Context: an optimization exercise on an open-source flow, tuned for small area and few clock cycles per item. The choices shown serve that exercise and are no tape-out recipe.
In this exercise RTL edits were held to simulation tests only and were not proved equivalent to the original.

==> flow/design.v (outline; a module is shown in full before it is edited, if it fits) <==
// module pix_corr: 4964 lines
// module pc_fa: 4 lines
module pix_corr (
    input  wire        clk,
    input  wire        rst,
    input  wire        in_valid,
    output wire        in_ready,
    input  wire [17:0] in_pix,
    input  wire [2:0]  in_bcode,
    input  wire [17:0] in_offset,
    input  wire [17:0] in_gain,
    input  wire [17:0] in_ratio,
    input  wire [17:0] in_drift,
    input  wire [2:0]  in_wcode,
    output wire        out_valid,
    input  wire        out_ready,
    output wire [17:0] out_data,
    output wire        out_sat_lo,
    output wire        out_sat_hi
);
  // ...
==> flow/flow/run.sh <==
#!/bin/bash
# The standard layout (the standard.sh, unchanged synthesis and steps), with one
# difference: the port buffers that global placement inserts on every input and output
# are sky130_fd_sc_hd__buf_1 instead of the resizer's default pick.
set -euo pipefail
export BUFFER_PORTS_ARGS="-buffer_cell sky130_fd_sc_hd__buf_1"
bash standard.sh > standard.log 2>&1
==> flow/standard.sh <==
#!/bin/bash
# synth_recipe.tcl (not shown) runs the flow's synth.tcl, then flattens the netlist and writes it again
# the make line also repeats each setting of config.mk as NAME=value (left out here)
make -C /OpenROAD-flow-scripts/flow DESIGN_CONFIG=/design/flow/config.mk WORK_HOME=/design/flow/orfs CLKGATE_MAP_FILE= SYNTH_SCRIPT=/design/flow/synth_recipe.tcl "${@:-finish}"
==> flow/config.mk <==
export PLATFORM = sky130hd
export DESIGN_NAME = pix_corr
export DESIGN_NICKNAME = pix_corr
export VERILOG_FILES = /design/flow/design.v
export SDC_FILE = /design/flow/constraint.sdc
export NUM_CORES = 4
export LEC_CHECK = 0
export ABC_AREA = 1
export CAP_MARGIN = 20
export CORE_MARGIN = 2
export CORE_UTILIZATION = 40
export CTS_BUF_LIST = sky130_fd_sc_hd__clkbuf_8
export SLEW_MARGIN = 20
export SYNTH_HIERARCHICAL = 1
export SYNTH_MINIMUM_KEEP_SIZE = 0
==> flow/constraint.sdc <==
create_clock -name core_clock -period 10.0 [get_ports {clk}]
set_input_delay 2.0000 -clock core_clock [delete_from_list [all_inputs] [get_ports {clk}]]
set_output_delay 2.0000 -clock core_clock [all_outputs]
set_load 0.01 [all_outputs]
==> results_dict.tcl, run 1 <==
set metrics [dict create \
    status "timing/DRC/antenna clean" \
    worstHoldEndpoint "w2[0]" \
    drt-initial-drc-count 2645 \
    cpMaxStageDelayCell "fa_1" \
    area_share_clock_buf_inv_pct 1.10 \
    port_buffers 121 \
    clock_sinks 138 \
    fin_cells 4588 \
    netlist_instances 3511 \
    synth_edf_count 136 \
    antenna_found_initial 2 \
    clkLatencyLatePin_ns 0.59 \
    ys_ff_latch 138 \
    cp-start-kind "flip-flop" \
    io_pins 122 \
    overflow 0 \
    hold_viol_final 0 \
    num_vias 28200 \
    synth_compound_area_share_pct 17.3 \
    die-area_um2 84100 \
    synthXorXnorAreaFrac_pct 10.2 \
    hold_buffers 0 \
    numPlacedInstances 4540 \
    signal_buffers 251 \
    tightest_slew_ns 1.02 \
    synth-main-ff-cell "edfxtp_1" \
    top_usage_layer "met2" \
]
Testbench counts, summed over its fixed seeds: cycles 16,016, items 16,000.
==> run 2: changes to the inputs <==
--- a/flow/design.v
+++ b/flow/design.v
@@ -4370,21 +4370,21 @@
     assign ee1781[50] = h1859 ^ g1951;
     assign ee1781[51] = h1861 ^ g1979;
     assign ee1781[52] = h1863 ^ g1939;
     assign ee1781[53] = h1865 ^ g1981;
     assign ee1781[54] = h1867 ^ g1953;
     assign ee1781[55] = h1869 ^ g1983;
     assign lo_n = ee1781[55];
     assign hi_n = ~ee1781[55] & (|ee1781[54:50]);
-    assign y_n = ee1781[49:32];
+    assign y_n = {18{hi_n}} | (ee1781[49:32] & {18{~lo_n}});
     assign out_valid = v2;
     assign out_sat_lo = lo2;
     assign out_sat_hi = hi2;
-    wire [17:0] y = {18{hi2}} | (y2 & {18{~lo2}});
+    wire [17:0] y = y2;
     assign q3s1985[0] = q1[0] ^ 1'b0;
     assign k1986 = q1[0] & 1'b0;
     pc_fa u1988 (.a(q1[0]), .b(q1[1]), .c(k1986), .s(s1987), .co(c1988));
     assign q3s1985[1] = s1987;
     pc_fa u1990 (.a(q1[1]), .b(q1[2]), .c(c1988), .s(s1989), .co(c1990));
     assign q3s1985[2] = s1989;
     pc_fa u1992 (.a(q1[2]), .b(q1[3]), .c(c1990), .s(s1991), .co(c1992));
     assign q3s1985[3] = s1991;
==> run 2 against run 1 <==
Net effect:
- highest routed layer is now met5
- first-iteration DRC count is 28% higher
- clock-buffer cell count unchanged
- critical path depth fell by 3
- fmax increased by 1.3%
- core utilization down 0.065 points
- flip-flop and latch count is the same
- synthesized cell count rose by 0.28%
==> results_dict.tcl, run 2 <==
set metrics [dict create \
    die-area_um2 84200 \
    cts_htree_levels 4 \
    regMostFlops "g1" \
    tightest_slew_ns 1.12 \
    ys_warn_count 7 \
    fillCellCount 7957 \
    worstHoldStart "w1[1]" \
    clock_sinks 138 \
    synth-main-ff-cell "edfxtp_1" \
    regArea_um2 4120 \
    status "timing/DRC/antenna clean" \
    critPathMaxFanout 10 \
    grt_pass1_vias 28600 \
    setup_viol 0 \
    num_vias 28200 \
    post-route-min-period_ns 9.48 \
    syn_area_per_cell_um2 9.30 \
    coreArea_um2 80800 \
    min_path_type "reg2reg" \
    reg2reg_from "d1[3]" \
    io_pins 122 \
    rows 104 \
    die_h_um 290 \
    cpMaxStageDelayCell "fa_1" \
    cpMostUsedCell "fa_1" \
    synthTopCellsByCount "nand2_1 (618), fa_1 (601), o22ai_1 (352)" \
    synth_top_area_share_pct 36.7 \
    final_util_pct 43.2 \
    overflow 0 \
    fin_setup_tns_ns 0 \
    final_common_cell "nand2_1" \
    layout_common_cells "nand2_1 (618), fa_1 (601), o22ai_1 (352), xor2_1 (351), o221ai_1 (302)" \
    rsz0062_at_grt "false" \
    die_w_um 290 \
    yosysTopAreaCell "fa_1" \
    finalWirelength_um 110000 \
    cts_buffers 17 \
    async_flop_share_pct 0 \
    grt_pass1_wl_um 172000 \
    antenna_left 0 \
    avgRoutedWirePerCell_um 23.9 \
    first_pass_iters 6 \
    worstSetupEndpointType "output pin" \
    r2r.worst_path.cells 47 \
    hold-path-cell-count 0 \
    fin_crit_sh_pct 94.8 \
    n_antenna_cell 0 \
    drt-initial-drc-count 3397 \
    synth_most_common_cell "nand2_1" \
    drcViolationCount 0 \
    cp-start-kind "flip-flop" \
    vias_per_cell 6.14 \
    multi_input_area_um2 26500 \
    crit_arrival_ns 7.48 \
    crit_required_ns 8.00 \
    worstHoldEndpoint "w2[1]" \
    grtUsageTotal_pct 26.1 \
    max_cap_violations 0 \
    cts_root_buffer "clkbuf_8" \
    grt_max_degree 78 \
    ys_types 50 \
    ys_ff_latch 138 \
    reg2reg_slack_ns 1.31 \
    relSlewSlack_pct 24.7 \
    antenna_found_initial 1 \
    synth_area_leaders "fa_1 (37%), edfxtp_1 (12%), xor2_1 (9.4%), o221ai_1 (8.1%), nand2_1 (7.1%)" \
    cts.path.max_buffers 2 \
    clkLatencyLatePin_ns 0.53 \
    hold_viol_final 0 \
    max_freq_ghz 0.105 \
    dp_hpwl_um 81000 \
    r2r_end "y2[15]" \
    area_delta_synth_final_pct 6.68 \
    worst_path_largest_cell_delay_ns 0.50 \
    drive_gt1_share_pct 5.84 \
    place.gp.congestion 0.973 \
    clock_skew_ns 0.0251 \
    synth_area_um2 32800 \
    hold_buffers 0 \
    start_util_pct 40.5 \
    cts_tree "built" \
    synth_edf_count 136 \
    netlist_instances 3521 \
    port_buffers 121 \
    drv_slew 0 \
    path_class "reg2out" \
    nNetsFinal 4354 \
    synth_seq_area_share_pct 12.6 \
    biggestRegsByFlops "g1: 36 flops, q3r: 20 flops, d1: 19 flops" \
    clk_pin_slew_ns 0.10 \
    largest_register_ffs 36 \
]
## run 2: cell types whose count changed after synthesis, moves of 4 or more
cell     before  now
inv_1       245  266
a21oi_1      67   73
nand4_1      16   10
nand2_4       6    2
o21ai_1      10    4
o21ai_0      20   30
xnor2_1      22   30
nand2_1     613  618
nor2_1      155  147
nand3_1      48   43
xor2_1      360  351
## run 2: per-layer routing
layer  vias up  part of all wire (%)  global-route usage [%]
li1      12200                     -                       -
met1     14000                    41                    36.0
met2      1751                    45                    40.6
met3       250                   9.5                    4.99
met4         2                   4.0                    9.86
met5         -                 0.010                       0
## run 2: Yosys stat by module, one instance, submodules excluded
module    flops+latches  cell area, µm²  times used  cells
pc_fa                 0            20.0         568      1
pix_corr            138           21400           1   2953
## run 2: worst max-delay path by stage
stage	from	end	cells after the start
after global placement	in_gain[2]	g1[35]	36
after global routing	in_gain[2]	g1[35]	36
after detailed placement	in_gain[2]	g1[34]	36
after CTS	y2[0]	out_data[6]	28
final	y2[2]	out_data[6]	28
after floorplan	in_gain[2]	g1[35]	37
## run 2: repair_timing
action	4_1_cts	5_1_grt
resized for setup	0	6
endpoints found under the setup margin	0	20
buffers inserted	0	3
## run 2: critical path, delay by kind of cell, from the launching register on
family,cells,cell delay [ns]
xor gates and xnor gates,1,0.17
and+or+nand+nor,14,1.96
adders and majority gates,8,3.37
AOI/OAI and AO/OA,3,0.52
DFF,1,0.46
buffers and inverters,2,0.47
## run 2: through the flow
stage | instance area, µm² | hold slack, ns | setup WS [ns] | instances
after CTS | 34900 | 0.427 | 0.145 | 4586
after global routing | 34900 | 0.446 | 0.0119 | 4590
after global placement | 34500 | 0.402 | 0.171 | 4554
final | 34900 | 0.431 | 0.520 | 4590
after detailed placement | 34500 | 0.406 | 0.155 | 4554
after floorplan | 32800 | 0.400 | 0.879 | 3522
## run 2: final cells by class
cell class	instances	share of cell area (%)
multi-input combinational	2786	75.8
sequential	138	11.8
timing repair buffer	242	3.90
tap	1060	3.80
inverter	331	3.59
clock buffer	17	0.670
clock inverter	15	0.458
timing repair inverter	1	0.0143
## run 2: cell families (layout without fill, tap and decap cells)
kind of cell    after synthesis  count (layout)  share of synthesized area (%)
buf+inv                     598             606                           6.92
fa+ha+maj                   737             737                           41.9
flops                       138             138                           12.6
xor+xnor                    381             381                           10.2
other cells                   1               2                         0.0114
compound gates              804             804                           17.5
simple gates                862             862                           10.9
Testbench counts of run 2, summed over its fixed seeds: cycles 16,016, items 16,000.

port drivers added, routing unchanged:
The results above use ideal ports. As a check the final layouts listed here were re-extracted and re-timed, cells and wires unchanged.
Step 1: set_driving_cell puts a clkbuf_16 on clk and a buf_2 on each other input, an assumption about the parent block.
Step 2 adds t to the input delays and takes it off the output delays; t is the mean of the earliest and latest rising clock arrival at the registers after step 1. Input paths then give back, and output paths get back, about the clock's delay inside the block.
a / b / c = ideal ports / drivers / drivers and shift; a / b = the first two.
run | t, ns | setup WS [ns] | hold WS [ns] | latest minus earliest clock arrival (ns) | worst slew at a driven data input, ns
run 1 | 0.649 | 0.395 / 0.334 / 0.213 | 0.426 / 0.426 / 0.426 | 0.022 / 0.021 | 0.06
run 2 | 0.562 | 0.520 / 0.473 / 0.247 | 0.431 / 0.431 / 0.431 | 0.025 / 0.025 | 0.08
After both steps every run listed still meets setup and hold. The setup slack of run 2, which loses most, moves by -0.047 ns with the drivers and by -0.273 ns with both steps.
